Background: an optimization exercise with open tools, aiming at small area, a short achievable clock period and few clock cycles per item. Do not read the settings as production practice.
Function was checked by simulation only, so behaviour that the tests miss may differ from the original.

<file path="config.mk">
export PLATFORM = sky130hd
export DESIGN_NAME = ustep_ref
export DESIGN_NICKNAME = ustep_ref
export VERILOG_FILES = /design/flow/design.v
export SDC_FILE = /design/flow/constraint.sdc
export NUM_CORES = 4
export LEC_CHECK = 0
export ABC_AREA = 1
export CAP_MARGIN = 20
export CORE_MARGIN = 2
export CORE_UTILIZATION = 40
export CTS_CLUSTER_DIAMETER = 150
export CTS_CLUSTER_SIZE = 20
export SLEW_MARGIN = 70
export SYNTH_MEMORY_MAX_BITS = 65536
</file>
<file path="constraint.sdc">
create_clock -name core_clock -period 22.0 [get_ports {clk}]
set_input_delay 4.4000 -clock core_clock [delete_from_list [all_inputs] [get_ports {clk}]]
set_output_delay 4.4000 -clock core_clock [all_outputs]
set_load 0.01 [all_outputs]
</file>
<file path="design.v">
module ustep_sine_rom (
    input  wire [6:0]  addr,
    output reg  [14:0] q_lo,
    output reg  [7:0]  d_lo,
    output reg  [14:0] q_hi,
    output reg  [7:0]  d_hi
);
    always @(*) begin
        case (addr)
            7'd0: begin q_lo = 15'd0; d_lo = 8'd201; q_hi = 15'd32766; d_hi = 8'd1; end
            7'd1: begin q_lo = 15'd201; d_lo = 8'd201; q_hi = 15'd32765; d_hi = 8'd1; end
            7'd2: begin q_lo = 15'd402; d_lo = 8'd201; q_hi = 15'd32761; d_hi = 8'd4; end
            7'd3: begin q_lo = 15'd603; d_lo = 8'd201; q_hi = 15'd32757; d_hi = 8'd4; end
            7'd4: begin q_lo = 15'd804; d_lo = 8'd201; q_hi = 15'd32752; d_hi = 8'd5; end
            7'd5: begin q_lo = 15'd1005; d_lo = 8'd201; q_hi = 15'd32745; d_hi = 8'd7; end
            7'd6: begin q_lo = 15'd1206; d_lo = 8'd201; q_hi = 15'd32737; d_hi = 8'd8; end
            7'd7: begin q_lo = 15'd1407; d_lo = 8'd201; q_hi = 15'd32728; d_hi = 8'd9; end
            7'd8: begin q_lo = 15'd1608; d_lo = 8'd201; q_hi = 15'd32717; d_hi = 8'd11; end
            7'd9: begin q_lo = 15'd1809; d_lo = 8'd200; q_hi = 15'd32705; d_hi = 8'd12; end
            7'd10: begin q_lo = 15'd2009; d_lo = 8'd201; q_hi = 15'd32692; d_hi = 8'd13; end
            7'd11: begin q_lo = 15'd2210; d_lo = 8'd200; q_hi = 15'd32678; d_hi = 8'd14; end
            7'd12: begin q_lo = 15'd2410; d_lo = 8'd201; q_hi = 15'd32663; d_hi = 8'd15; end
            7'd13: begin q_lo = 15'd2611; d_lo = 8'd200; q_hi = 15'd32646; d_hi = 8'd17; end
            7'd14: begin q_lo = 15'd2811; d_lo = 8'd201; q_hi = 15'd32628; d_hi = 8'd18; end
            7'd15: begin q_lo = 15'd3012; d_lo = 8'd200; q_hi = 15'd32609; d_hi = 8'd19; end
            7'd16: begin q_lo = 15'd3212; d_lo = 8'd200; q_hi = 15'd32589; d_hi = 8'd20; end
            7'd17: begin q_lo = 15'd3412; d_lo = 8'd200; q_hi = 15'd32567; d_hi = 8'd22; end
            7'd18: begin q_lo = 15'd3612; d_lo = 8'd199; q_hi = 15'd32545; d_hi = 8'd22; end
            7'd19: begin q_lo = 15'd3811; d_lo = 8'd200; q_hi = 15'd32521; d_hi = 8'd24; end
            7'd20: begin q_lo = 15'd4011; d_lo = 8'd199; q_hi = 15'd32495; d_hi = 8'd26; end
            7'd21: begin q_lo = 15'd4210; d_lo = 8'd200; q_hi = 15'd32469; d_hi = 8'd26; end
            7'd22: begin q_lo = 15'd4410; d_lo = 8'd199; q_hi = 15'd32441; d_hi = 8'd28; end
            7'd23: begin q_lo = 15'd4609; d_lo = 8'd199; q_hi = 15'd32412; d_hi = 8'd29; end
            7'd24: begin q_lo = 15'd4808; d_lo = 8'd199; q_hi = 15'd32382; d_hi = 8'd30; end
            7'd25: begin q_lo = 15'd5007; d_lo = 8'd198; q_hi = 15'd32351; d_hi = 8'd31; end
            7'd26: begin q_lo = 15'd5205; d_lo = 8'd199; q_hi = 15'd32318; d_hi = 8'd33; end
            7'd27: begin q_lo = 15'd5404; d_lo = 8'd198; q_hi = 15'd32285; d_hi = 8'd33; end
            7'd28: begin q_lo = 15'd5602; d_lo = 8'd198; q_hi = 15'd32250; d_hi = 8'd35; end
            7'd29: begin q_lo = 15'd5800; d_lo = 8'd198; q_hi = 15'd32213; d_hi = 8'd37; end
            7'd30: begin q_lo = 15'd5998; d_lo = 8'd197; q_hi = 15'd32176; d_hi = 8'd37; end
            7'd31: begin q_lo = 15'd6195; d_lo = 8'd198; q_hi = 15'd32137; d_hi = 8'd39; end
            7'd32: begin q_lo = 15'd6393; d_lo = 8'd197; q_hi = 15'd32098; d_hi = 8'd39; end
            7'd33: begin q_lo = 15'd6590; d_lo = 8'd196; q_hi = 15'd32057; d_hi = 8'd41; end
            7'd34: begin q_lo = 15'd6786; d_lo = 8'd197; q_hi = 15'd32014; d_hi = 8'd43; end
            7'd35: begin q_lo = 15'd6983; d_lo = 8'd196; q_hi = 15'd31971; d_hi = 8'd43; end
            7'd36: begin q_lo = 15'd7179; d_lo = 8'd196; q_hi = 15'd31926; d_hi = 8'd45; end
            7'd37: begin q_lo = 15'd7375; d_lo = 8'd196; q_hi = 15'd31880; d_hi = 8'd46; end
            7'd38: begin q_lo = 15'd7571; d_lo = 8'd196; q_hi = 15'd31833; d_hi = 8'd47; end
            7'd39: begin q_lo = 15'd7767; d_lo = 8'd195; q_hi = 15'd31785; d_hi = 8'd48; end
            7'd40: begin q_lo = 15'd7962; d_lo = 8'd195; q_hi = 15'd31736; d_hi = 8'd49; end
            7'd41: begin q_lo = 15'd8157; d_lo = 8'd194; q_hi = 15'd31685; d_hi = 8'd51; end
            7'd42: begin q_lo = 15'd8351; d_lo = 8'd194; q_hi = 15'd31633; d_hi = 8'd52; end
            7'd43: begin q_lo = 15'd8545; d_lo = 8'd194; q_hi = 15'd31580; d_hi = 8'd53; end
            7'd44: begin q_lo = 15'd8739; d_lo = 8'd194; q_hi = 15'd31526; d_hi = 8'd54; end
            7'd45: begin q_lo = 15'd8933; d_lo = 8'd193; q_hi = 15'd31470; d_hi = 8'd56; end
            7'd46: begin q_lo = 15'd9126; d_lo = 8'd193; q_hi = 15'd31414; d_hi = 8'd56; end
            7'd47: begin q_lo = 15'd9319; d_lo = 8'd193; q_hi = 15'd31356; d_hi = 8'd58; end
            7'd48: begin q_lo = 15'd9512; d_lo = 8'd192; q_hi = 15'd31297; d_hi = 8'd59; end
            7'd49: begin q_lo = 15'd9704; d_lo = 8'd192; q_hi = 15'd31237; d_hi = 8'd60; end
            7'd50: begin q_lo = 15'd9896; d_lo = 8'd191; q_hi = 15'd31176; d_hi = 8'd61; end
            7'd51: begin q_lo = 15'd10087; d_lo = 8'd191; q_hi = 15'd31113; d_hi = 8'd63; end
            7'd52: begin q_lo = 15'd10278; d_lo = 8'd191; q_hi = 15'd31050; d_hi = 8'd63; end
            7'd53: begin q_lo = 15'd10469; d_lo = 8'd190; q_hi = 15'd30985; d_hi = 8'd65; end
            7'd54: begin q_lo = 15'd10659; d_lo = 8'd190; q_hi = 15'd30919; d_hi = 8'd66; end
            7'd55: begin q_lo = 15'd10849; d_lo = 8'd190; q_hi = 15'd30852; d_hi = 8'd67; end
            7'd56: begin q_lo = 15'd11039; d_lo = 8'd189; q_hi = 15'd30783; d_hi = 8'd69; end
            7'd57: begin q_lo = 15'd11228; d_lo = 8'd189; q_hi = 15'd30714; d_hi = 8'd69; end
            7'd58: begin q_lo = 15'd11417; d_lo = 8'd188; q_hi = 15'd30643; d_hi = 8'd71; end
            7'd59: begin q_lo = 15'd11605; d_lo = 8'd188; q_hi = 15'd30571; d_hi = 8'd72; end
            7'd60: begin q_lo = 15'd11793; d_lo = 8'd187; q_hi = 15'd30498; d_hi = 8'd73; end
            7'd61: begin q_lo = 15'd11980; d_lo = 8'd187; q_hi = 15'd30424; d_hi = 8'd74; end
            7'd62: begin q_lo = 15'd12167; d_lo = 8'd186; q_hi = 15'd30349; d_hi = 8'd75; end
            7'd63: begin q_lo = 15'd12353; d_lo = 8'd186; q_hi = 15'd30273; d_hi = 8'd76; end
            7'd64: begin q_lo = 15'd12539; d_lo = 8'd186; q_hi = 15'd30195; d_hi = 8'd78; end
            7'd65: begin q_lo = 15'd12725; d_lo = 8'd185; q_hi = 15'd30117; d_hi = 8'd78; end
            7'd66: begin q_lo = 15'd12910; d_lo = 8'd184; q_hi = 15'd30037; d_hi = 8'd80; end
            7'd67: begin q_lo = 15'd13094; d_lo = 8'd185; q_hi = 15'd29956; d_hi = 8'd81; end
            7'd68: begin q_lo = 15'd13279; d_lo = 8'd183; q_hi = 15'd29874; d_hi = 8'd82; end
            7'd69: begin q_lo = 15'd13462; d_lo = 8'd183; q_hi = 15'd29791; d_hi = 8'd83; end
            7'd70: begin q_lo = 15'd13645; d_lo = 8'd183; q_hi = 15'd29706; d_hi = 8'd85; end
            7'd71: begin q_lo = 15'd13828; d_lo = 8'd182; q_hi = 15'd29621; d_hi = 8'd85; end
            7'd72: begin q_lo = 15'd14010; d_lo = 8'd181; q_hi = 15'd29534; d_hi = 8'd87; end
            7'd73: begin q_lo = 15'd14191; d_lo = 8'd181; q_hi = 15'd29447; d_hi = 8'd87; end
            7'd74: begin q_lo = 15'd14372; d_lo = 8'd181; q_hi = 15'd29358; d_hi = 8'd89; end
            7'd75: begin q_lo = 15'd14553; d_lo = 8'd179; q_hi = 15'd29268; d_hi = 8'd90; end
            7'd76: begin q_lo = 15'd14732; d_lo = 8'd180; q_hi = 15'd29177; d_hi = 8'd91; end
            7'd77: begin q_lo = 15'd14912; d_lo = 8'd178; q_hi = 15'd29085; d_hi = 8'd92; end
            7'd78: begin q_lo = 15'd15090; d_lo = 8'd179; q_hi = 15'd28992; d_hi = 8'd93; end
            7'd79: begin q_lo = 15'd15269; d_lo = 8'd177; q_hi = 15'd28898; d_hi = 8'd94; end
            7'd80: begin q_lo = 15'd15446; d_lo = 8'd177; q_hi = 15'd28803; d_hi = 8'd95; end
            7'd81: begin q_lo = 15'd15623; d_lo = 8'd177; q_hi = 15'd28706; d_hi = 8'd97; end
            7'd82: begin q_lo = 15'd15800; d_lo = 8'd176; q_hi = 15'd28609; d_hi = 8'd97; end
            7'd83: begin q_lo = 15'd15976; d_lo = 8'd175; q_hi = 15'd28510; d_hi = 8'd99; end
            7'd84: begin q_lo = 15'd16151; d_lo = 8'd174; q_hi = 15'd28411; d_hi = 8'd99; end
            7'd85: begin q_lo = 15'd16325; d_lo = 8'd174; q_hi = 15'd28310; d_hi = 8'd101; end
            7'd86: begin q_lo = 15'd16499; d_lo = 8'd174; q_hi = 15'd28208; d_hi = 8'd102; end
            7'd87: begin q_lo = 15'd16673; d_lo = 8'd173; q_hi = 15'd28105; d_hi = 8'd103; end
            7'd88: begin q_lo = 15'd16846; d_lo = 8'd172; q_hi = 15'd28001; d_hi = 8'd104; end
            7'd89: begin q_lo = 15'd17018; d_lo = 8'd171; q_hi = 15'd27896; d_hi = 8'd105; end
            7'd90: begin q_lo = 15'd17189; d_lo = 8'd171; q_hi = 15'd27790; d_hi = 8'd106; end
            7'd91: begin q_lo = 15'd17360; d_lo = 8'd170; q_hi = 15'd27683; d_hi = 8'd107; end
            7'd92: begin q_lo = 15'd17530; d_lo = 8'd170; q_hi = 15'd27575; d_hi = 8'd108; end
            7'd93: begin q_lo = 15'd17700; d_lo = 8'd169; q_hi = 15'd27466; d_hi = 8'd109; end
            7'd94: begin q_lo = 15'd17869; d_lo = 8'd168; q_hi = 15'd27356; d_hi = 8'd110; end
            7'd95: begin q_lo = 15'd18037; d_lo = 8'd167; q_hi = 15'd27245; d_hi = 8'd111; end
            7'd96: begin q_lo = 15'd18204; d_lo = 8'd167; q_hi = 15'd27133; d_hi = 8'd112; end
            7'd97: begin q_lo = 15'd18371; d_lo = 8'd166; q_hi = 15'd27019; d_hi = 8'd114; end
            7'd98: begin q_lo = 15'd18537; d_lo = 8'd166; q_hi = 15'd26905; d_hi = 8'd114; end
            7'd99: begin q_lo = 15'd18703; d_lo = 8'd165; q_hi = 15'd26790; d_hi = 8'd115; end
            7'd100: begin q_lo = 15'd18868; d_lo = 8'd164; q_hi = 15'd26674; d_hi = 8'd116; end
            7'd101: begin q_lo = 15'd19032; d_lo = 8'd163; q_hi = 15'd26556; d_hi = 8'd118; end
            7'd102: begin q_lo = 15'd19195; d_lo = 8'd162; q_hi = 15'd26438; d_hi = 8'd118; end
            7'd103: begin q_lo = 15'd19357; d_lo = 8'd162; q_hi = 15'd26319; d_hi = 8'd119; end
            7'd104: begin q_lo = 15'd19519; d_lo = 8'd161; q_hi = 15'd26198; d_hi = 8'd121; end
            7'd105: begin q_lo = 15'd19680; d_lo = 8'd161; q_hi = 15'd26077; d_hi = 8'd121; end
            7'd106: begin q_lo = 15'd19841; d_lo = 8'd159; q_hi = 15'd25955; d_hi = 8'd122; end
            7'd107: begin q_lo = 15'd20000; d_lo = 8'd159; q_hi = 15'd25832; d_hi = 8'd123; end
            7'd108: begin q_lo = 15'd20159; d_lo = 8'd158; q_hi = 15'd25708; d_hi = 8'd124; end
            7'd109: begin q_lo = 15'd20317; d_lo = 8'd158; q_hi = 15'd25582; d_hi = 8'd126; end
            7'd110: begin q_lo = 15'd20475; d_lo = 8'd156; q_hi = 15'd25456; d_hi = 8'd126; end
            7'd111: begin q_lo = 15'd20631; d_lo = 8'd156; q_hi = 15'd25329; d_hi = 8'd127; end
            7'd112: begin q_lo = 15'd20787; d_lo = 8'd155; q_hi = 15'd25201; d_hi = 8'd128; end
            7'd113: begin q_lo = 15'd20942; d_lo = 8'd154; q_hi = 15'd25072; d_hi = 8'd129; end
            7'd114: begin q_lo = 15'd21096; d_lo = 8'd154; q_hi = 15'd24942; d_hi = 8'd130; end
            7'd115: begin q_lo = 15'd21250; d_lo = 8'd153; q_hi = 15'd24811; d_hi = 8'd131; end
            7'd116: begin q_lo = 15'd21403; d_lo = 8'd151; q_hi = 15'd24680; d_hi = 8'd131; end
            7'd117: begin q_lo = 15'd21554; d_lo = 8'd151; q_hi = 15'd24547; d_hi = 8'd133; end
            7'd118: begin q_lo = 15'd21705; d_lo = 8'd151; q_hi = 15'd24413; d_hi = 8'd134; end
            7'd119: begin q_lo = 15'd21856; d_lo = 8'd149; q_hi = 15'd24279; d_hi = 8'd134; end
            7'd120: begin q_lo = 15'd22005; d_lo = 8'd149; q_hi = 15'd24143; d_hi = 8'd136; end
            7'd121: begin q_lo = 15'd22154; d_lo = 8'd147; q_hi = 15'd24007; d_hi = 8'd136; end
            7'd122: begin q_lo = 15'd22301; d_lo = 8'd147; q_hi = 15'd23870; d_hi = 8'd137; end
            7'd123: begin q_lo = 15'd22448; d_lo = 8'd146; q_hi = 15'd23731; d_hi = 8'd139; end
            7'd124: begin q_lo = 15'd22594; d_lo = 8'd145; q_hi = 15'd23592; d_hi = 8'd139; end
            7'd125: begin q_lo = 15'd22739; d_lo = 8'd145; q_hi = 15'd23452; d_hi = 8'd140; end
            7'd126: begin q_lo = 15'd22884; d_lo = 8'd143; q_hi = 15'd23311; d_hi = 8'd141; end
            7'd127: begin q_lo = 15'd23027; d_lo = 8'd143; q_hi = 15'd23170; d_hi = 8'd141; end
            default: begin q_lo = 15'd0; d_lo = 8'd0; q_hi = 15'd0; d_hi = 8'd0; end
        endcase
    end
endmodule
module ustep_ref (
    input  wire               clk,
    input  wire               rst,
    input  wire               in_valid,
    output wire               in_ready,
    input  wire        [25:0] in_pos,         
    input  wire        [1:0]  in_target,      
    input  wire        [11:0] in_run,
    input  wire        [11:0] in_hold,
    input  wire        [11:0] in_boost,
    input  wire        [7:0]  in_slew,
    input  wire               in_reverse,
    input  wire        [9:0]  in_phase_ofs,
    output reg                out_valid,
    output reg  signed [15:0] out_iref1,
    output reg  signed [15:0] out_iref2,
    output reg         [11:0] out_scale
);
    assign in_ready = 1'b1;
    wire [11:0] target_sel = in_target[1] ? (in_target[0] ? in_boost : in_run) : in_hold;
    reg        s0_valid;
    reg [13:0] s0_pos;        
    reg        s0_cin;        
    reg [9:0]  s0_ofs;
    reg [11:0] s0_tsel;       
    reg [11:0] s0_run;
    reg        s0_boost_run;  
    reg        s0_off;
    reg [7:0]  s0_slew;
    always @(posedge clk) begin
        if (rst)
            s0_valid <= 1'b0;
        else
            s0_valid <= in_valid;
        s0_pos    <= in_reverse ? ~in_pos[25:12] : in_pos[25:12];
        s0_cin    <= in_reverse & (in_pos[11:0] == 12'd0);
        s0_ofs    <= in_phase_ofs;
        s0_tsel   <= target_sel;
        s0_run    <= in_run;
        s0_boost_run <= (in_target == 2'd3) && (in_boost == 12'd0);
        s0_off    <= (in_target == 2'd0);
        s0_slew   <= in_slew;
    end
    reg        energised;
    reg [11:0] eff_scale;
    wire [11:0] s0_tscale = s0_boost_run ? s0_run : s0_tsel;
    wire        step_up = s0_tscale > eff_scale;
    wire [13:0] cand    = step_up ? {2'b00, eff_scale} + {6'd0, s0_slew}
                                  : {2'b00, eff_scale} - {6'd0, s0_slew};
    wire        reached = step_up ? ($signed(cand) >= $signed({2'b00, s0_tscale}))
                                  : ($signed(cand) <= $signed({2'b00, s0_tscale}));
    reg [11:0] next_scale;
    always @(*) begin
        if (s0_off)
            next_scale = 12'd0;
        else if (!energised || s0_slew == 8'd0 || reached)
            next_scale = s0_tscale;
        else
            next_scale = cand[11:0];
    end
    always @(posedge clk) begin
        if (rst) begin
            energised <= 1'b0;
            eff_scale <= 12'd0;
        end else if (s0_valid) begin
            energised <= !s0_off;
            eff_scale <= next_scale;
        end
    end
    wire [14:0] pos_c = {s0_pos, 1'b1} + {s0_ofs, 4'd0, s0_cin};
    wire [13:0] x     = pos_c[14:1];
    wire [7:0]  a1 = x[11:4] ^ {8{x[12]}};
    wire        hi = a1[7];
    wire [6:0]  b  = a1[6:0] ^ {7{hi}};
    wire [14:0] q_lo, q_hi;
    wire [7:0]  d_lo, d_hi;
    ustep_sine_rom rom (.addr(b), .q_lo(q_lo), .d_lo(d_lo), .q_hi(q_hi), .d_hi(d_hi));
    wire [14:0] q1 = hi ? q_hi : q_lo;
    wire [7:0]  d1 = hi ? d_hi : d_lo;
    wire [14:0] q2 = hi ? q_lo : q_hi;
    wire [7:0]  d2 = hi ? d_lo : d_hi;
    reg        s1_valid;
    reg [1:0]  s1_quad;
    reg [3:0]  s1_f;
    reg [14:0] s1_q1, s1_q2;
    reg [7:0]  s1_d1, s1_d2;
    always @(posedge clk) begin
        if (rst)
            s1_valid <= 1'b0;
        else
            s1_valid <= s0_valid;
        s1_quad <= x[13:12];
        s1_f    <= x[3:0];
        s1_q1   <= q1;
        s1_q2   <= q2;
        s1_d1   <= d1;
        s1_d2   <= d2;
    end
    wire [1:0]  quad = s1_quad;
    wire [4:0]  f    = {1'b0, s1_f};
    wire [4:0]  g1   = quad[0] ? 5'd16 - f : f;
    wire [4:0]  g2   = quad[0] ? f : 5'd16 - f;
    wire [14:0] v1, v2;
    ustep_interp interp_1 (.q(s1_q1), .d(s1_d1), .g(g1), .v(v1));
    ustep_interp interp_2 (.q(s1_q2), .d(s1_d2), .g(g2), .v(v2));
    wire        n1   = quad[1];
    wire        n2   = quad[1] ^ quad[0];
    wire [7:0]  one1, two1, neg1, one2, two2, neg2;
    ustep_booth booth_1 (.u(v1), .sgn(n1), .one(one1), .two(two1), .neg(neg1));
    ustep_booth booth_2 (.u(v2), .sgn(n2), .one(one2), .two(two2), .neg(neg2));
    reg               s2_valid;
    reg [7:0]         s2_one1, s2_two1, s2_neg1;
    reg [7:0]         s2_one2, s2_two2, s2_neg2;
    reg               s2_n1, s2_n2;
    reg [11:0]        s2_scale;
    always @(posedge clk) begin
        if (rst)
            s2_valid <= 1'b0;
        else
            s2_valid <= s1_valid;
        s2_one1  <= one1;
        s2_two1  <= two1;
        s2_neg1  <= neg1;
        s2_one2  <= one2;
        s2_two2  <= two2;
        s2_neg2  <= neg2;
        s2_n1    <= n1;
        s2_n2    <= n2;
        s2_scale <= eff_scale;
    end
    wire [15:0] i1, i2;
    ustep_scale scale_1 (.e(s2_scale), .one(s2_one1), .two(s2_two1), .neg(s2_neg1),
                         .sgn(s2_n1), .iref(i1));
    ustep_scale scale_2 (.e(s2_scale), .one(s2_one2), .two(s2_two2), .neg(s2_neg2),
                         .sgn(s2_n2), .iref(i2));
    always @(posedge clk) begin
        if (rst)
            out_valid <= 1'b0;
        else
            out_valid <= s2_valid;
        out_iref1 <= i1;
        out_iref2 <= i2;
        out_scale <= s2_scale;
    end
endmodule
module ustep_booth (
    input  wire [14:0] u,
    input  wire        sgn,
    output wire [7:0]  one,
    output wire [7:0]  two,
    output wire [7:0]  neg
);
    wire [16:0] b = {1'b0, u, 1'b0};    
    genvar i;
    generate
        for (i = 0; i < 8; i = i + 1) begin : digit
            assign one[i] = b[2*i+1] ^ b[2*i];
            assign two[i] = (b[2*i+2] & ~b[2*i+1] & ~b[2*i]) | (~b[2*i+2] & b[2*i+1] & b[2*i]);
            assign neg[i] = b[2*i+2] ^ sgn;
        end
    endgenerate
endmodule
module ustep_scale (
    input  wire [11:0] e,
    input  wire [7:0]  one,
    input  wire [7:0]  two,
    input  wire [7:0]  neg,
    input  wire        sgn,
    output wire [15:0] iref
);
    wire one0 = one[0];
    wire two0 = two[0];
    wire neg0 = neg[0];
    wire p0_0 = (((one0 & e[0])) ^ neg0);
    wire p0_1 = (((one0 & e[1]) | (two0 & e[0])) ^ neg0);
    wire p0_2 = (((one0 & e[2]) | (two0 & e[1])) ^ neg0);
    wire p0_3 = (((one0 & e[3]) | (two0 & e[2])) ^ neg0);
    wire p0_4 = (((one0 & e[4]) | (two0 & e[3])) ^ neg0);
    wire p0_5 = (((one0 & e[5]) | (two0 & e[4])) ^ neg0);
    wire p0_6 = (((one0 & e[6]) | (two0 & e[5])) ^ neg0);
    wire p0_7 = (((one0 & e[7]) | (two0 & e[6])) ^ neg0);
    wire p0_8 = (((one0 & e[8]) | (two0 & e[7])) ^ neg0);
    wire p0_9 = (((one0 & e[9]) | (two0 & e[8])) ^ neg0);
    wire p0_10 = (((one0 & e[10]) | (two0 & e[9])) ^ neg0);
    wire p0_11 = (((one0 & e[11]) | (two0 & e[10])) ^ neg0);
    wire p0_12 = (((two0 & e[11])) ^ neg0);
    wire p0_13 = ~neg0;
    wire one1 = one[1];
    wire two1 = two[1];
    wire neg1 = neg[1];
    wire p1_0 = (((one1 & e[0])) ^ neg1);
    wire p1_1 = (((one1 & e[1]) | (two1 & e[0])) ^ neg1);
    wire p1_2 = (((one1 & e[2]) | (two1 & e[1])) ^ neg1);
    wire p1_3 = (((one1 & e[3]) | (two1 & e[2])) ^ neg1);
    wire p1_4 = (((one1 & e[4]) | (two1 & e[3])) ^ neg1);
    wire p1_5 = (((one1 & e[5]) | (two1 & e[4])) ^ neg1);
    wire p1_6 = (((one1 & e[6]) | (two1 & e[5])) ^ neg1);
    wire p1_7 = (((one1 & e[7]) | (two1 & e[6])) ^ neg1);
    wire p1_8 = (((one1 & e[8]) | (two1 & e[7])) ^ neg1);
    wire p1_9 = (((one1 & e[9]) | (two1 & e[8])) ^ neg1);
    wire p1_10 = (((one1 & e[10]) | (two1 & e[9])) ^ neg1);
    wire p1_11 = (((one1 & e[11]) | (two1 & e[10])) ^ neg1);
    wire p1_12 = (((two1 & e[11])) ^ neg1);
    wire p1_13 = ~neg1;
    wire one2 = one[2];
    wire two2 = two[2];
    wire neg2 = neg[2];
    wire p2_0 = (((one2 & e[0])) ^ neg2);
    wire p2_1 = (((one2 & e[1]) | (two2 & e[0])) ^ neg2);
    wire p2_2 = (((one2 & e[2]) | (two2 & e[1])) ^ neg2);
    wire p2_3 = (((one2 & e[3]) | (two2 & e[2])) ^ neg2);
    wire p2_4 = (((one2 & e[4]) | (two2 & e[3])) ^ neg2);
    wire p2_5 = (((one2 & e[5]) | (two2 & e[4])) ^ neg2);
    wire p2_6 = (((one2 & e[6]) | (two2 & e[5])) ^ neg2);
    wire p2_7 = (((one2 & e[7]) | (two2 & e[6])) ^ neg2);
    wire p2_8 = (((one2 & e[8]) | (two2 & e[7])) ^ neg2);
    wire p2_9 = (((one2 & e[9]) | (two2 & e[8])) ^ neg2);
    wire p2_10 = (((one2 & e[10]) | (two2 & e[9])) ^ neg2);
    wire p2_11 = (((one2 & e[11]) | (two2 & e[10])) ^ neg2);
    wire p2_12 = (((two2 & e[11])) ^ neg2);
    wire p2_13 = ~neg2;
    wire one3 = one[3];
    wire two3 = two[3];
    wire neg3 = neg[3];
    wire p3_0 = (((one3 & e[0])) ^ neg3);
    wire p3_1 = (((one3 & e[1]) | (two3 & e[0])) ^ neg3);
    wire p3_2 = (((one3 & e[2]) | (two3 & e[1])) ^ neg3);
    wire p3_3 = (((one3 & e[3]) | (two3 & e[2])) ^ neg3);
    wire p3_4 = (((one3 & e[4]) | (two3 & e[3])) ^ neg3);
    wire p3_5 = (((one3 & e[5]) | (two3 & e[4])) ^ neg3);
    wire p3_6 = (((one3 & e[6]) | (two3 & e[5])) ^ neg3);
    wire p3_7 = (((one3 & e[7]) | (two3 & e[6])) ^ neg3);
    wire p3_8 = (((one3 & e[8]) | (two3 & e[7])) ^ neg3);
    wire p3_9 = (((one3 & e[9]) | (two3 & e[8])) ^ neg3);
    wire p3_10 = (((one3 & e[10]) | (two3 & e[9])) ^ neg3);
    wire p3_11 = (((one3 & e[11]) | (two3 & e[10])) ^ neg3);
    wire p3_12 = (((two3 & e[11])) ^ neg3);
    wire p3_13 = ~neg3;
    wire one4 = one[4];
    wire two4 = two[4];
    wire neg4 = neg[4];
    wire p4_0 = (((one4 & e[0])) ^ neg4);
    wire p4_1 = (((one4 & e[1]) | (two4 & e[0])) ^ neg4);
    wire p4_2 = (((one4 & e[2]) | (two4 & e[1])) ^ neg4);
    wire p4_3 = (((one4 & e[3]) | (two4 & e[2])) ^ neg4);
    wire p4_4 = (((one4 & e[4]) | (two4 & e[3])) ^ neg4);
    wire p4_5 = (((one4 & e[5]) | (two4 & e[4])) ^ neg4);
    wire p4_6 = (((one4 & e[6]) | (two4 & e[5])) ^ neg4);
    wire p4_7 = (((one4 & e[7]) | (two4 & e[6])) ^ neg4);
    wire p4_8 = (((one4 & e[8]) | (two4 & e[7])) ^ neg4);
    wire p4_9 = (((one4 & e[9]) | (two4 & e[8])) ^ neg4);
    wire p4_10 = (((one4 & e[10]) | (two4 & e[9])) ^ neg4);
    wire p4_11 = (((one4 & e[11]) | (two4 & e[10])) ^ neg4);
    wire p4_12 = (((two4 & e[11])) ^ neg4);
    wire p4_13 = ~neg4;
    wire one5 = one[5];
    wire two5 = two[5];
    wire neg5 = neg[5];
    wire p5_0 = (((one5 & e[0])) ^ neg5);
    wire p5_1 = (((one5 & e[1]) | (two5 & e[0])) ^ neg5);
    wire p5_2 = (((one5 & e[2]) | (two5 & e[1])) ^ neg5);
    wire p5_3 = (((one5 & e[3]) | (two5 & e[2])) ^ neg5);
    wire p5_4 = (((one5 & e[4]) | (two5 & e[3])) ^ neg5);
    wire p5_5 = (((one5 & e[5]) | (two5 & e[4])) ^ neg5);
    wire p5_6 = (((one5 & e[6]) | (two5 & e[5])) ^ neg5);
    wire p5_7 = (((one5 & e[7]) | (two5 & e[6])) ^ neg5);
    wire p5_8 = (((one5 & e[8]) | (two5 & e[7])) ^ neg5);
    wire p5_9 = (((one5 & e[9]) | (two5 & e[8])) ^ neg5);
    wire p5_10 = (((one5 & e[10]) | (two5 & e[9])) ^ neg5);
    wire p5_11 = (((one5 & e[11]) | (two5 & e[10])) ^ neg5);
    wire p5_12 = (((two5 & e[11])) ^ neg5);
    wire p5_13 = ~neg5;
    wire one6 = one[6];
    wire two6 = two[6];
    wire neg6 = neg[6];
    wire p6_0 = (((one6 & e[0])) ^ neg6);
    wire p6_1 = (((one6 & e[1]) | (two6 & e[0])) ^ neg6);
    wire p6_2 = (((one6 & e[2]) | (two6 & e[1])) ^ neg6);
    wire p6_3 = (((one6 & e[3]) | (two6 & e[2])) ^ neg6);
    wire p6_4 = (((one6 & e[4]) | (two6 & e[3])) ^ neg6);
    wire p6_5 = (((one6 & e[5]) | (two6 & e[4])) ^ neg6);
    wire p6_6 = (((one6 & e[6]) | (two6 & e[5])) ^ neg6);
    wire p6_7 = (((one6 & e[7]) | (two6 & e[6])) ^ neg6);
    wire p6_8 = (((one6 & e[8]) | (two6 & e[7])) ^ neg6);
    wire p6_9 = (((one6 & e[9]) | (two6 & e[8])) ^ neg6);
    wire p6_10 = (((one6 & e[10]) | (two6 & e[9])) ^ neg6);
    wire p6_11 = (((one6 & e[11]) | (two6 & e[10])) ^ neg6);
    wire p6_12 = (((two6 & e[11])) ^ neg6);
    wire p6_13 = ~neg6;
    wire one7 = one[7];
    wire two7 = two[7];
    wire neg7 = neg[7];
    wire p7_0 = (((one7 & e[0])) ^ neg7);
    wire p7_1 = (((one7 & e[1]) | (two7 & e[0])) ^ neg7);
    wire p7_2 = (((one7 & e[2]) | (two7 & e[1])) ^ neg7);
    wire p7_3 = (((one7 & e[3]) | (two7 & e[2])) ^ neg7);
    wire p7_4 = (((one7 & e[4]) | (two7 & e[3])) ^ neg7);
    wire p7_5 = (((one7 & e[5]) | (two7 & e[4])) ^ neg7);
    wire p7_6 = (((one7 & e[6]) | (two7 & e[5])) ^ neg7);
    wire p7_7 = (((one7 & e[7]) | (two7 & e[6])) ^ neg7);
    wire p7_8 = (((one7 & e[8]) | (two7 & e[7])) ^ neg7);
    wire p7_9 = (((one7 & e[9]) | (two7 & e[8])) ^ neg7);
    wire p7_10 = (((one7 & e[10]) | (two7 & e[9])) ^ neg7);
    wire p7_11 = (((one7 & e[11]) | (two7 & e[10])) ^ neg7);
    wire p7_12 = (((two7 & e[11])) ^ neg7);
    wire p7_13 = ~neg7;
    wire t1 = p0_8 ^ p1_6;
    wire t2 = p0_8 & p1_6;
    wire t3 = p0_9 ^ p1_7;
    wire t4 = p0_9 & p1_7;
    wire t5 = p0_10 ^ p1_8 ^ p2_6;
    wire t6 = (p0_10 & p1_8) | (p0_10 & p2_6) | (p1_8 & p2_6);
    wire t7 = p3_4 ^ p4_2;
    wire t8 = p3_4 & p4_2;
    wire t9 = p0_11 ^ p1_9 ^ p2_7;
    wire t10 = (p0_11 & p1_9) | (p0_11 & p2_7) | (p1_9 & p2_7);
    wire t11 = p3_5 ^ p4_3;
    wire t12 = p3_5 & p4_3;
    wire t13 = p0_12 ^ p1_10 ^ p2_8;
    wire t14 = (p0_12 & p1_10) | (p0_12 & p2_8) | (p1_10 & p2_8);
    wire t15 = p3_6 ^ p4_4 ^ p5_2;
    wire t16 = (p3_6 & p4_4) | (p3_6 & p5_2) | (p4_4 & p5_2);
    wire t17 = p0_13 ^ p1_11 ^ p2_9;
    wire t18 = (p0_13 & p1_11) | (p0_13 & p2_9) | (p1_11 & p2_9);
    wire t19 = p3_7 ^ p4_5 ^ p5_3;
    wire t20 = (p3_7 & p4_5) | (p3_7 & p5_3) | (p4_5 & p5_3);
    wire t21 = p1_12 ^ p2_10 ^ p3_8;
    wire t22 = (p1_12 & p2_10) | (p1_12 & p3_8) | (p2_10 & p3_8);
    wire t23 = p4_6 ^ p5_4 ^ p6_2;
    wire t24 = (p4_6 & p5_4) | (p4_6 & p6_2) | (p5_4 & p6_2);
    wire t25 = p7_0 ^ neg7;
    wire t26 = p7_0 & neg7;
    wire t27 = p1_13 ^ p2_11 ^ p3_9;
    wire t28 = (p1_13 & p2_11) | (p1_13 & p3_9) | (p2_11 & p3_9);
    wire t29 = p4_7 ^ p5_5 ^ p6_3;
    wire t30 = (p4_7 & p5_5) | (p4_7 & p6_3) | (p5_5 & p6_3);
    wire t31 = p2_12 ^ p3_10 ^ p4_8;
    wire t32 = (p2_12 & p3_10) | (p2_12 & p4_8) | (p3_10 & p4_8);
    wire t33 = p5_6 ^ p6_4;
    wire t34 = p5_6 & p6_4;
    wire t35 = p2_13 ^ p3_11 ^ p4_9;
    wire t36 = (p2_13 & p3_11) | (p2_13 & p4_9) | (p3_11 & p4_9);
    wire t37 = p3_12 ^ p4_10;
    wire t38 = p3_12 & p4_10;
    wire t39 = p0_4 ^ p1_2;
    wire t40 = p0_4 & p1_2;
    wire t41 = p0_5 ^ p1_3;
    wire t42 = p0_5 & p1_3;
    wire t43 = p0_6 ^ p1_4 ^ p2_2;
    wire t44 = (p0_6 & p1_4) | (p0_6 & p2_2) | (p1_4 & p2_2);
    wire t45 = p3_0 ^ neg3;
    wire t46 = p3_0 & neg3;
    wire t47 = p0_7 ^ p1_5 ^ p2_3;
    wire t48 = (p0_7 & p1_5) | (p0_7 & p2_3) | (p1_5 & p2_3);
    wire t49 = p3_1 ^ sgn;
    wire t50 = p3_1 & sgn;
    wire t51 = p2_4 ^ p3_2 ^ p4_0;
    wire t52 = (p2_4 & p3_2) | (p2_4 & p4_0) | (p3_2 & p4_0);
    wire t53 = neg4 ^ sgn ^ t1;
    wire t54 = (neg4 & sgn) | (neg4 & t1) | (sgn & t1);
    wire t55 = p2_5 ^ p3_3 ^ p4_1;
    wire t56 = (p2_5 & p3_3) | (p2_5 & p4_1) | (p3_3 & p4_1);
    wire t57 = sgn ^ t3 ^ t2;
    wire t58 = (sgn & t3) | (sgn & t2) | (t3 & t2);
    wire t59 = p5_0 ^ neg5 ^ sgn;
    wire t60 = (p5_0 & neg5) | (p5_0 & sgn) | (neg5 & sgn);
    wire t61 = t5 ^ t7 ^ t4;
    wire t62 = (t5 & t7) | (t5 & t4) | (t7 & t4);
    wire t63 = p5_1 ^ ~sgn ^ t9;
    wire t64 = (p5_1 & ~sgn) | (p5_1 & t9) | (~sgn & t9);
    wire t65 = t11 ^ t6 ^ t8;
    wire t66 = (t11 & t6) | (t11 & t8) | (t6 & t8);
    wire t67 = p6_0 ^ neg6 ^ t13;
    wire t68 = (p6_0 & neg6) | (p6_0 & t13) | (neg6 & t13);
    wire t69 = t15 ^ t10 ^ t12;
    wire t70 = (t15 & t10) | (t15 & t12) | (t10 & t12);
    wire t71 = p6_1 ^ 1'b1 ^ t17;
    wire t72 = (p6_1 & 1'b1) | (p6_1 & t17) | (1'b1 & t17);
    wire t73 = t19 ^ t14 ^ t16;
    wire t74 = (t19 & t14) | (t19 & t16) | (t14 & t16);
    wire t75 = 1'b1 ^ t21 ^ t23;
    wire t76 = (1'b1 & t21) | (1'b1 & t23) | (t21 & t23);
    wire t77 = t25 ^ t18 ^ t20;
    wire t78 = (t25 & t18) | (t25 & t20) | (t18 & t20);
    wire t79 = p7_1 ^ t27 ^ t29;
    wire t80 = (p7_1 & t27) | (p7_1 & t29) | (t27 & t29);
    wire t81 = t22 ^ t24 ^ t26;
    wire t82 = (t22 & t24) | (t22 & t26) | (t24 & t26);
    wire t83 = p7_2 ^ 1'b1 ^ t31;
    wire t84 = (p7_2 & 1'b1) | (p7_2 & t31) | (1'b1 & t31);
    wire t85 = t33 ^ t28 ^ t30;
    wire t86 = (t33 & t28) | (t33 & t30) | (t28 & t30);
    wire t87 = p5_7 ^ p6_5 ^ p7_3;
    wire t88 = (p5_7 & p6_5) | (p5_7 & p7_3) | (p6_5 & p7_3);
    wire t89 = t35 ^ t32 ^ t34;
    wire t90 = (t35 & t32) | (t35 & t34) | (t32 & t34);
    wire t91 = p5_8 ^ p6_6 ^ p7_4;
    wire t92 = (p5_8 & p6_6) | (p5_8 & p7_4) | (p6_6 & p7_4);
    wire t93 = 1'b1 ^ t37 ^ t36;
    wire t94 = (1'b1 & t37) | (1'b1 & t36) | (t37 & t36);
    wire t95 = p3_13 ^ p4_11 ^ p5_9;
    wire t96 = (p3_13 & p4_11) | (p3_13 & p5_9) | (p4_11 & p5_9);
    wire t97 = p6_7 ^ p7_5 ^ t38;
    wire t98 = (p6_7 & p7_5) | (p6_7 & t38) | (p7_5 & t38);
    wire t99 = p4_12 ^ p5_10 ^ p6_8;
    wire t100 = (p4_12 & p5_10) | (p4_12 & p6_8) | (p5_10 & p6_8);
    wire t101 = p7_6 ^ 1'b1;
    wire t102 = p7_6 & 1'b1;
    wire t103 = p4_13 ^ p5_11 ^ p6_9;
    wire t104 = (p4_13 & p5_11) | (p4_13 & p6_9) | (p5_11 & p6_9);
    wire t105 = p5_12 ^ p6_10;
    wire t106 = p5_12 & p6_10;
    wire t107 = p0_2 ^ p1_0;
    wire t108 = p0_2 & p1_0;
    wire t109 = p0_3 ^ p1_1;
    wire t110 = p0_3 & p1_1;
    wire t111 = p2_0 ^ neg2 ^ sgn;
    wire t112 = (p2_0 & neg2) | (p2_0 & sgn) | (neg2 & sgn);
    wire t113 = p2_1 ^ sgn ^ t41;
    wire t114 = (p2_1 & sgn) | (p2_1 & t41) | (sgn & t41);
    wire t115 = sgn ^ t43 ^ t45;
    wire t116 = (sgn & t43) | (sgn & t45) | (t43 & t45);
    wire t117 = t47 ^ t49 ^ t44;
    wire t118 = (t47 & t49) | (t47 & t44) | (t49 & t44);
    wire t119 = t51 ^ t53 ^ t48;
    wire t120 = (t51 & t53) | (t51 & t48) | (t53 & t48);
    wire t121 = t55 ^ t57 ^ t52;
    wire t122 = (t55 & t57) | (t55 & t52) | (t57 & t52);
    wire t123 = t59 ^ t61 ^ t56;
    wire t124 = (t59 & t61) | (t59 & t56) | (t61 & t56);
    wire t125 = t63 ^ t65 ^ t60;
    wire t126 = (t63 & t65) | (t63 & t60) | (t65 & t60);
    wire t127 = t67 ^ t69 ^ t64;
    wire t128 = (t67 & t69) | (t67 & t64) | (t69 & t64);
    wire t129 = t71 ^ t73 ^ t68;
    wire t130 = (t71 & t73) | (t71 & t68) | (t73 & t68);
    wire t131 = t75 ^ t77 ^ t72;
    wire t132 = (t75 & t77) | (t75 & t72) | (t77 & t72);
    wire t133 = t79 ^ t81 ^ t76;
    wire t134 = (t79 & t81) | (t79 & t76) | (t81 & t76);
    wire t135 = t83 ^ t85 ^ t80;
    wire t136 = (t83 & t85) | (t83 & t80) | (t85 & t80);
    wire t137 = t87 ^ t89 ^ t84;
    wire t138 = (t87 & t89) | (t87 & t84) | (t89 & t84);
    wire t139 = t91 ^ t93 ^ t88;
    wire t140 = (t91 & t93) | (t91 & t88) | (t93 & t88);
    wire t141 = t95 ^ t97 ^ t92;
    wire t142 = (t95 & t97) | (t95 & t92) | (t97 & t92);
    wire t143 = t99 ^ t101 ^ t96;
    wire t144 = (t99 & t101) | (t99 & t96) | (t101 & t96);
    wire t145 = p7_7 ^ t103 ^ t100;
    wire t146 = (p7_7 & t103) | (p7_7 & t100) | (t103 & t100);
    wire t147 = p7_8 ^ 1'b1 ^ t105;
    wire t148 = (p7_8 & 1'b1) | (p7_8 & t105) | (1'b1 & t105);
    wire t149 = p5_13 ^ p6_11 ^ p7_9;
    wire t150 = (p5_13 & p6_11) | (p5_13 & p7_9) | (p6_11 & p7_9);
    wire t151 = p6_12 ^ p7_10;
    wire t152 = p6_12 & p7_10;
    wire t153 = p0_0 ^ neg0;
    wire t154 = p0_0 & neg0;
    wire t155 = p0_1 ^ sgn;
    wire t156 = p0_1 & sgn;
    wire t157 = neg1 ^ sgn ^ t107;
    wire t158 = (neg1 & sgn) | (neg1 & t107) | (sgn & t107);
    wire t159 = sgn ^ t109 ^ t108;
    wire t160 = (sgn & t109) | (sgn & t108) | (t109 & t108);
    wire t161 = t39 ^ t111 ^ t110;
    wire t162 = (t39 & t111) | (t39 & t110) | (t111 & t110);
    wire t163 = t40 ^ t113 ^ t112;
    wire t164 = (t40 & t113) | (t40 & t112) | (t113 & t112);
    wire t165 = t42 ^ t115 ^ t114;
    wire t166 = (t42 & t115) | (t42 & t114) | (t115 & t114);
    wire t167 = t46 ^ t117 ^ t116;
    wire t168 = (t46 & t117) | (t46 & t116) | (t117 & t116);
    wire t169 = t50 ^ t119 ^ t118;
    wire t170 = (t50 & t119) | (t50 & t118) | (t119 & t118);
    wire t171 = t54 ^ t121 ^ t120;
    wire t172 = (t54 & t121) | (t54 & t120) | (t121 & t120);
    wire t173 = t58 ^ t123 ^ t122;
    wire t174 = (t58 & t123) | (t58 & t122) | (t123 & t122);
    wire t175 = t62 ^ t125 ^ t124;
    wire t176 = (t62 & t125) | (t62 & t124) | (t125 & t124);
    wire t177 = t66 ^ t127 ^ t126;
    wire t178 = (t66 & t127) | (t66 & t126) | (t127 & t126);
    wire t179 = t70 ^ t129 ^ t128;
    wire t180 = (t70 & t129) | (t70 & t128) | (t129 & t128);
    wire t181 = t74 ^ t131 ^ t130;
    wire t182 = (t74 & t131) | (t74 & t130) | (t131 & t130);
    wire t183 = t78 ^ t133 ^ t132;
    wire t184 = (t78 & t133) | (t78 & t132) | (t133 & t132);
    wire t185 = t82 ^ t135 ^ t134;
    wire t186 = (t82 & t135) | (t82 & t134) | (t135 & t134);
    wire t187 = t86 ^ t137 ^ t136;
    wire t188 = (t86 & t137) | (t86 & t136) | (t137 & t136);
    wire t189 = t90 ^ t139 ^ t138;
    wire t190 = (t90 & t139) | (t90 & t138) | (t139 & t138);
    wire t191 = t94 ^ t141 ^ t140;
    wire t192 = (t94 & t141) | (t94 & t140) | (t141 & t140);
    wire t193 = t98 ^ t143 ^ t142;
    wire t194 = (t98 & t143) | (t98 & t142) | (t143 & t142);
    wire t195 = t102 ^ t145 ^ t144;
    wire t196 = (t102 & t145) | (t102 & t144) | (t145 & t144);
    wire t197 = t104 ^ t147 ^ t146;
    wire t198 = (t104 & t147) | (t104 & t146) | (t147 & t146);
    wire t199 = t106 ^ t149 ^ t148;
    wire t200 = (t106 & t149) | (t106 & t148) | (t149 & t148);
    wire t201 = 1'b1 ^ t151 ^ t150;
    wire t202 = (1'b1 & t151) | (1'b1 & t150) | (t151 & t150);
    wire t203 = p6_13 ^ p7_11 ^ t152;
    wire t204 = (p6_13 & p7_11) | (p6_13 & t152) | (p7_11 & t152);
    wire t205 = p7_12 ^ 1'b1;
    wire t206 = p7_12 & 1'b1;
    wire [27:0] ra = {p7_13, t205, t203, t201, t199, t197, t195, t193, t191, t189, t187, t185, t183, t181, t179, t177, t175, t173, t171, t169, t167, t165, t163, t161, t159, t157, t155, sgn};
    wire [27:0] rb = {t206, t204, t202, t200, t198, t196, t194, t192, t190, t188, t186, t184, t182, t180, t178, t176, t174, t172, t170, t168, t166, t164, t162, t160, t158, t156, t154, t153};
    wire [27:0] r  = ra + rb;
    assign iref = r[27:12];
endmodule
module ustep_interp (
    input  wire [14:0] q,
    input  wire [7:0]  d,
    input  wire [4:0]  g,
    output wire [14:0] v
);
    wire t1 = (d[3] & g[0]) ^ (d[2] & g[1]);
    wire t2 = (d[3] & g[0]) & (d[2] & g[1]);
    wire t3 = (d[4] & g[0]) ^ (d[3] & g[1]) ^ (d[2] & g[2]);
    wire t4 = ((d[4] & g[0]) & (d[3] & g[1])) | ((d[4] & g[0]) & (d[2] & g[2])) | ((d[3] & g[1]) & (d[2] & g[2]));
    wire t5 = (d[1] & g[3]) ^ (d[0] & g[4]);
    wire t6 = (d[1] & g[3]) & (d[0] & g[4]);
    wire t7 = (d[5] & g[0]) ^ (d[4] & g[1]) ^ (d[3] & g[2]);
    wire t8 = ((d[5] & g[0]) & (d[4] & g[1])) | ((d[5] & g[0]) & (d[3] & g[2])) | ((d[4] & g[1]) & (d[3] & g[2]));
    wire t9 = (d[2] & g[3]) ^ (d[1] & g[4]) ^ q[1];
    wire t10 = ((d[2] & g[3]) & (d[1] & g[4])) | ((d[2] & g[3]) & q[1]) | ((d[1] & g[4]) & q[1]);
    wire t11 = (d[6] & g[0]) ^ (d[5] & g[1]) ^ (d[4] & g[2]);
    wire t12 = ((d[6] & g[0]) & (d[5] & g[1])) | ((d[6] & g[0]) & (d[4] & g[2])) | ((d[5] & g[1]) & (d[4] & g[2]));
    wire t13 = (d[3] & g[3]) ^ (d[2] & g[4]) ^ q[2];
    wire t14 = ((d[3] & g[3]) & (d[2] & g[4])) | ((d[3] & g[3]) & q[2]) | ((d[2] & g[4]) & q[2]);
    wire t15 = (d[7] & g[0]) ^ (d[6] & g[1]) ^ (d[5] & g[2]);
    wire t16 = ((d[7] & g[0]) & (d[6] & g[1])) | ((d[7] & g[0]) & (d[5] & g[2])) | ((d[6] & g[1]) & (d[5] & g[2]));
    wire t17 = (d[4] & g[3]) ^ (d[3] & g[4]) ^ q[3];
    wire t18 = ((d[4] & g[3]) & (d[3] & g[4])) | ((d[4] & g[3]) & q[3]) | ((d[3] & g[4]) & q[3]);
    wire t19 = (d[7] & g[1]) ^ (d[6] & g[2]) ^ (d[5] & g[3]);
    wire t20 = ((d[7] & g[1]) & (d[6] & g[2])) | ((d[7] & g[1]) & (d[5] & g[3])) | ((d[6] & g[2]) & (d[5] & g[3]));
    wire t21 = (d[4] & g[4]) ^ q[4];
    wire t22 = (d[4] & g[4]) & q[4];
    wire t23 = (d[7] & g[2]) ^ (d[6] & g[3]) ^ (d[5] & g[4]);
    wire t24 = ((d[7] & g[2]) & (d[6] & g[3])) | ((d[7] & g[2]) & (d[5] & g[4])) | ((d[6] & g[3]) & (d[5] & g[4]));
    wire t25 = (d[1] & g[2]) ^ (d[0] & g[3]);
    wire t26 = (d[1] & g[2]) & (d[0] & g[3]);
    wire t27 = q[0] ^ t3 ^ t5;
    wire t28 = (q[0] & t3) | (q[0] & t5) | (t3 & t5);
    wire t29 = t7 ^ t9 ^ t4;
    wire t30 = (t7 & t9) | (t7 & t4) | (t9 & t4);
    wire t31 = t11 ^ t13 ^ t8;
    wire t32 = (t11 & t13) | (t11 & t8) | (t13 & t8);
    wire t33 = t15 ^ t17 ^ t12;
    wire t34 = (t15 & t17) | (t15 & t12) | (t17 & t12);
    wire t35 = t19 ^ t21 ^ t16;
    wire t36 = (t19 & t21) | (t19 & t16) | (t21 & t16);
    wire t37 = q[5] ^ t23 ^ t20;
    wire t38 = (q[5] & t23) | (q[5] & t20) | (t23 & t20);
    wire t39 = (d[7] & g[3]) ^ (d[6] & g[4]) ^ q[6];
    wire t40 = ((d[7] & g[3]) & (d[6] & g[4])) | ((d[7] & g[3]) & q[6]) | ((d[6] & g[4]) & q[6]);
    wire t41 = (d[2] & g[0]) ^ (d[1] & g[1]);
    wire t42 = (d[2] & g[0]) & (d[1] & g[1]);
    wire t43 = 1'b1 ^ t1 ^ t25;
    wire t44 = (1'b1 & t1) | (1'b1 & t25) | (t1 & t25);
    wire t45 = t2 ^ t27 ^ t26;
    wire t46 = (t2 & t27) | (t2 & t26) | (t27 & t26);
    wire t47 = t6 ^ t29 ^ t28;
    wire t48 = (t6 & t29) | (t6 & t28) | (t29 & t28);
    wire t49 = t10 ^ t31 ^ t30;
    wire t50 = (t10 & t31) | (t10 & t30) | (t31 & t30);
    wire t51 = t14 ^ t33 ^ t32;
    wire t52 = (t14 & t33) | (t14 & t32) | (t33 & t32);
    wire t53 = t18 ^ t35 ^ t34;
    wire t54 = (t18 & t35) | (t18 & t34) | (t35 & t34);
    wire t55 = t22 ^ t37 ^ t36;
    wire t56 = (t22 & t37) | (t22 & t36) | (t37 & t36);
    wire t57 = t24 ^ t39 ^ t38;
    wire t58 = (t24 & t39) | (t24 & t38) | (t39 & t38);
    wire t59 = (d[7] & g[4]) ^ q[7] ^ t40;
    wire t60 = ((d[7] & g[4]) & q[7]) | ((d[7] & g[4]) & t40) | (q[7] & t40);
    wire [18:0] ra = {q[14], q[13], q[12], q[11], q[10], q[9], q[8], t59, t57, t55, t53, t51, t49, t47, t45, t43, (d[0] & g[2]), (d[1] & g[0]), (d[0] & g[0])};
    wire [18:0] rb = {1'b0, 1'b0, 1'b0, 1'b0, 1'b0, 1'b0, t60, t58, t56, t54, t52, t50, t48, t46, t44, t42, t41, (d[0] & g[1]), 1'b0};
    wire [18:0] r  = ra + rb;
    assign v = r[18:4];
endmodule
</file>
<file path="run.sh">
#!/bin/bash
# synth_recipe.tcl (not shown) runs the flow's synth.tcl, then flattens the netlist and writes it again
# the make line also repeats each setting of config.mk as NAME=value (left out here)
make -C /OpenROAD-flow-scripts/flow DESIGN_CONFIG=/design/flow/config.mk WORK_HOME=/design/flow/orfs CLKGATE_MAP_FILE= SYNTH_SCRIPT=/design/flow/synth_recipe.tcl finish
</file>
==> flow_summary.rst <==
.. list-table::
   :header-rows: 1

   * - Metric
     - Value
   * - Number of max-capacitance violations reported
     - 0
   * - Area of the die
     - 70100 um2
   * - Share of flip-flops with an asynchronous set or reset
     - 0
   * - Antenna violations before repair
     - 1
   * - Total of hold buffers inserted after clock tree synthesis
     - 0
   * - Family of cells with the greatest summed delay on the critical path
     - buffers and inverters
   * - Setup clock skew after layout
     - 0.0244 ns
   * - Setup fix buffers added after clock tree synthesis
     - 0
   * - Global routing usage summed across all routing layers
     - 0.247
   * - Required @ worst endpoint
     - 17.60 ns
   * - Top Usage Layer GRT
     - met2
   * - Main flop type after synthesis
     - dfxtp_1
   * - Filler Cells Inserted
     - 7061
   * - Arrival time reported for the critical path endpoint
     - 1.38 ns
   * - Area of the mapped netlist
     - 27200 um2
   * - H-tree depth reported by CTS
     - 1
   * - Routed length per placed instance
     - 18.5 um
   * - Number of nets in the synthesized netlist
     - 4357
   * - Category of the critical setup timing path
     - flip-flop to output pin
   * - Number of distinct library cells after synthesis
     - 57
   * - Clock latency at the later pin of the worst-skew pair
     - 0.53 ns
   * - Met1 demand-to-capacity share in global routing
     - 0.329
   * - Vertical die dimension
     - 265 um
   * - Total number of vias
     - 25462
   * - Synth area leaders
     - dfxtp_1 17%, fa_1 15%, nand2_1 12%
   * - Area delta synth->final
     - 9.09%
   * - Endpoints failing hold
     - 0
   * - Yosys warning count
     - 2
   * - Flip-flop and latch area
     - 4670 um2
   * - Slowest Stage Delay on Critical Path
     - 0.54 ns
   * - Starting density of the core
     - 0.404
   * - DRT Pass-1 Iters
     - 7
   * - Sort of element at the end of the critical path
     - output pin
   * - Final global-route overflow total
     - 0
   * - Slowest library cell on the worst path
     - clkdlybuf4s50_1
   * - Die width
     - 265 um
   * - Final-stage net count
     - 4352
   * - Met3 Track Usage GR
     - 0.0286
   * - Setup repair after global routing missed its margin
     - false
   * - Flop and latch count out of synthesis
     - 232
   * - Critical Path, Cell by Cell
     - clkdlybuf4s50_1
   * - CTS tree
     - done
   * - Pin count of the biggest net entering global routing
     - 66
   * - Count of input and output buffers
     - 130
   * - Run status
     - finished clean
   * - Maximum net fanout on the critical path
     - 1
   * - Num rows
     - 95
   * - Count of placed standard cells in the final layout, fillers left out
     - 4735
   * - Post-Synthesis Cells
     - 3866
   * - Root Driver
     - clkbuf_16
   * - Tmin final
     - 5.78 ns
   * - Core area
     - 67300 um2
   * - Startpoint type of the worst setup path
     - flip-flop
   * - Iteration-0 DRC count of the detailed router
     - 2512
   * - Leading cell type in the layout, fill and taps excluded
     - nand2_1
   * - Final antenna diode count
     - 0
   * - Global-route wire length before repair
     - 139000 um
   * - Number of global-route vias before repair
     - 24937
   * - Count of flip-flops with a built-in enable after synthesis
     - 0
   * - TritonCTS sink count
     - 232
   * - Number of placed cells counting well taps
     - 4712
   * - Post-Synthesis Mean Instance Area
     - 7.03 um2
   * - Top-Level Pins
     - 132
   * - Dominant cell type by area after synthesis
     - dfxtp_1
   * - Max Fclk
     - 0.173 GHz
   * - Final setup violation count
     - 0
   * - Setup TNS after final layout
     - 0 ns
   * - Fraction of met2 tracks used by global routing
     - 0.409
   * - Share of the clock period used by the worst path after layout
     - 0.263
   * - Clock slew at the register clock pins of the worst setup and hold paths
     - 0.08 ns
   * - Highest-count cells in the layout ignoring fill and taps
     - 876 x nand2_1, 548 x inv_1, 290 x xor2_1, 284 x nand3_1, 215 x dfxtp_1
   * - Worst Hold Class
     - flip-flop to flip-flop
   * - Post-detailed-route DRC marker count
     - 0
   * - HPWL after detailed placement
     - 67600 um
   * - Detailed-route vias per instance
     - 5.38
   * - Crit path buf inv count
     - 1
   * - Clock buffer depth
     - 3
   * - Share of final-layout standard cells stronger than drive strength 1
     - 0.0508
   * - Post-route ant nets
     - 0
   * - Number of buffers created by CTS
     - 15
   * - Area share of the leading cell type in the synthesized netlist
     - 0.171
   * - Area of combinational cells with multiple inputs
     - 19600 um2
   * - CTS resizes
     - 0
   * - Placer's final routability congestion estimate
     - 1.05
   * - Max-slew violation count
     - 0
   * - Sequential element share of the synthesized area
     - 0.171
   * - Wirelength, routed
     - 87600 um
==> through the flow <==
step | hold WS (ns) | util | setup WS [ns] | instance area, um2
after floorplan | 0.326 | - | 16.66 | 27200
after global placement | 0.338 | 0.429 | 16.00 | 28900
after detailed placement | 0.336 | 0.432 | 16.50 | 29100
after CTS | 0.355 | 0.438 | 16.18 | 29500
after global routing | 0.362 | 0.441 | 16.16 | 29700
final | 0.353 | 0.441 | 16.22 | 29700
==> state kept, by name, indices dropped and copies added (netlist names), 10 cells and up <==
register / count
s1_q2: 15
out_scale: 12
s0_pos: 14
out_iref2: 16
s1_q1: 15
s0_tsel: 12
eff_scale: 12
s0_ofs: 10
s2_scale: 12
out_iref1: 16
s0_run: 12
==> layer usage <==
layer  vias to the layer above  wire length, um
met1                     11778            38300
met5                         -               14
met4                         2             3870
li1                      12407                -
met3                       222             6040
met2                      1053            39400
==> kinds of logic after synthesis <==
family                   synth area share
AO/OA/AOI/OAI                       0.132
XOR/XNOR                            0.103
adder cells (fa/ha/maj)             0.242
buffers and inverters               0.115
flip-flops                          0.171
multiplexers                     0.000829
other                            0.000138
AND/OR/NAND/NOR                     0.236
==> final timing paths <==
kind | cells past startpoint | startpoint | slack (ns) | endpoint
setup / recovery | 1 | out_valid | 16.22 | out_valid
hold / removal | 0 | s2_scale[3] | 0.35 | out_scale[3]
setup reg to reg | 23 | s1_f[0] | 16.69 | s2_one1[7]
hold reg to reg | 0 | s2_scale[3] | 0.35 | out_scale[3]
==> worst register-to-register path, cell delays in order (launching register included) <==
cell and delay [ns]:
dfxtp_2 0.54, inv_1 0.11, ha_1 0.23, inv_1 0.05
nor2_1 0.04, nor2_1 0.14, nand2_1 0.06, o21ai_0 0.13
inv_1 0.18, nor2_1 0.15, fa_1 0.45, fa_1 0.55
inv_1 0.05, fa_1 0.50, inv_1 0.04, ha_1 0.38
nand4_1 0.18, o21ai_2 0.26, nand3_1 0.11, nand2_1 0.14
nand3_2 0.13, nor2_1 0.17, xor2_1 0.30, ha_1 0.29
==> area by class of cell <==
| type | instances | share of cell area |
|---|---|---|
| clock inverter | 2 | 0.000591 |
| inverter | 589 | 0.0756 |
| multi-input combinational | 2862 | 0.661 |
| sequential | 232 | 0.158 |
| tap | 873 | 0.0368 |
| clock buffer | 16 | 0.0128 |
| timing repair buffer | 161 | 0.0554 |
==> cell usage after synthesis (all sizes together), types with 36 or more instances <==
library cell	count
nand2	910
inv	582
xor2	296
fa	200
nand4	36
ha	205
buf	76
o21ai	187
a21oi	184
nand3	294
o22ai	180
nor2	220
clkbuf	107
dfxtp	232
Testbench counts, summed over its fixed seeds: cycles 24,032, items 24,000.

afterwards: timing with drivers on the ports:
In the flow no input, the clock included, has a driving cell. The finished layout below was timed again as built, in two steps.
Step 1 sets driving cells, clkbuf_16 on the clock port and buf_2 on the other inputs (assumed; they add their load-dependent delay and slew).
Step 2 times the ports against the registers' clock, not the clock port: input delays grow and output delays shrink by t, the midpoint of the rising clock arrivals with the driver on.
a / b / c = ideal ports / drivers / drivers and shift; a / b = the first two.
t (ns): 0.580
setup WS [ns]: 16.220 / 16.155 / 16.480
worst setup path at the end: input to register
After both steps this run still meets setup and hold. For this run, drivers alone change the setup slack by -0.065 ns; drivers and shift together by +0.260 ns.
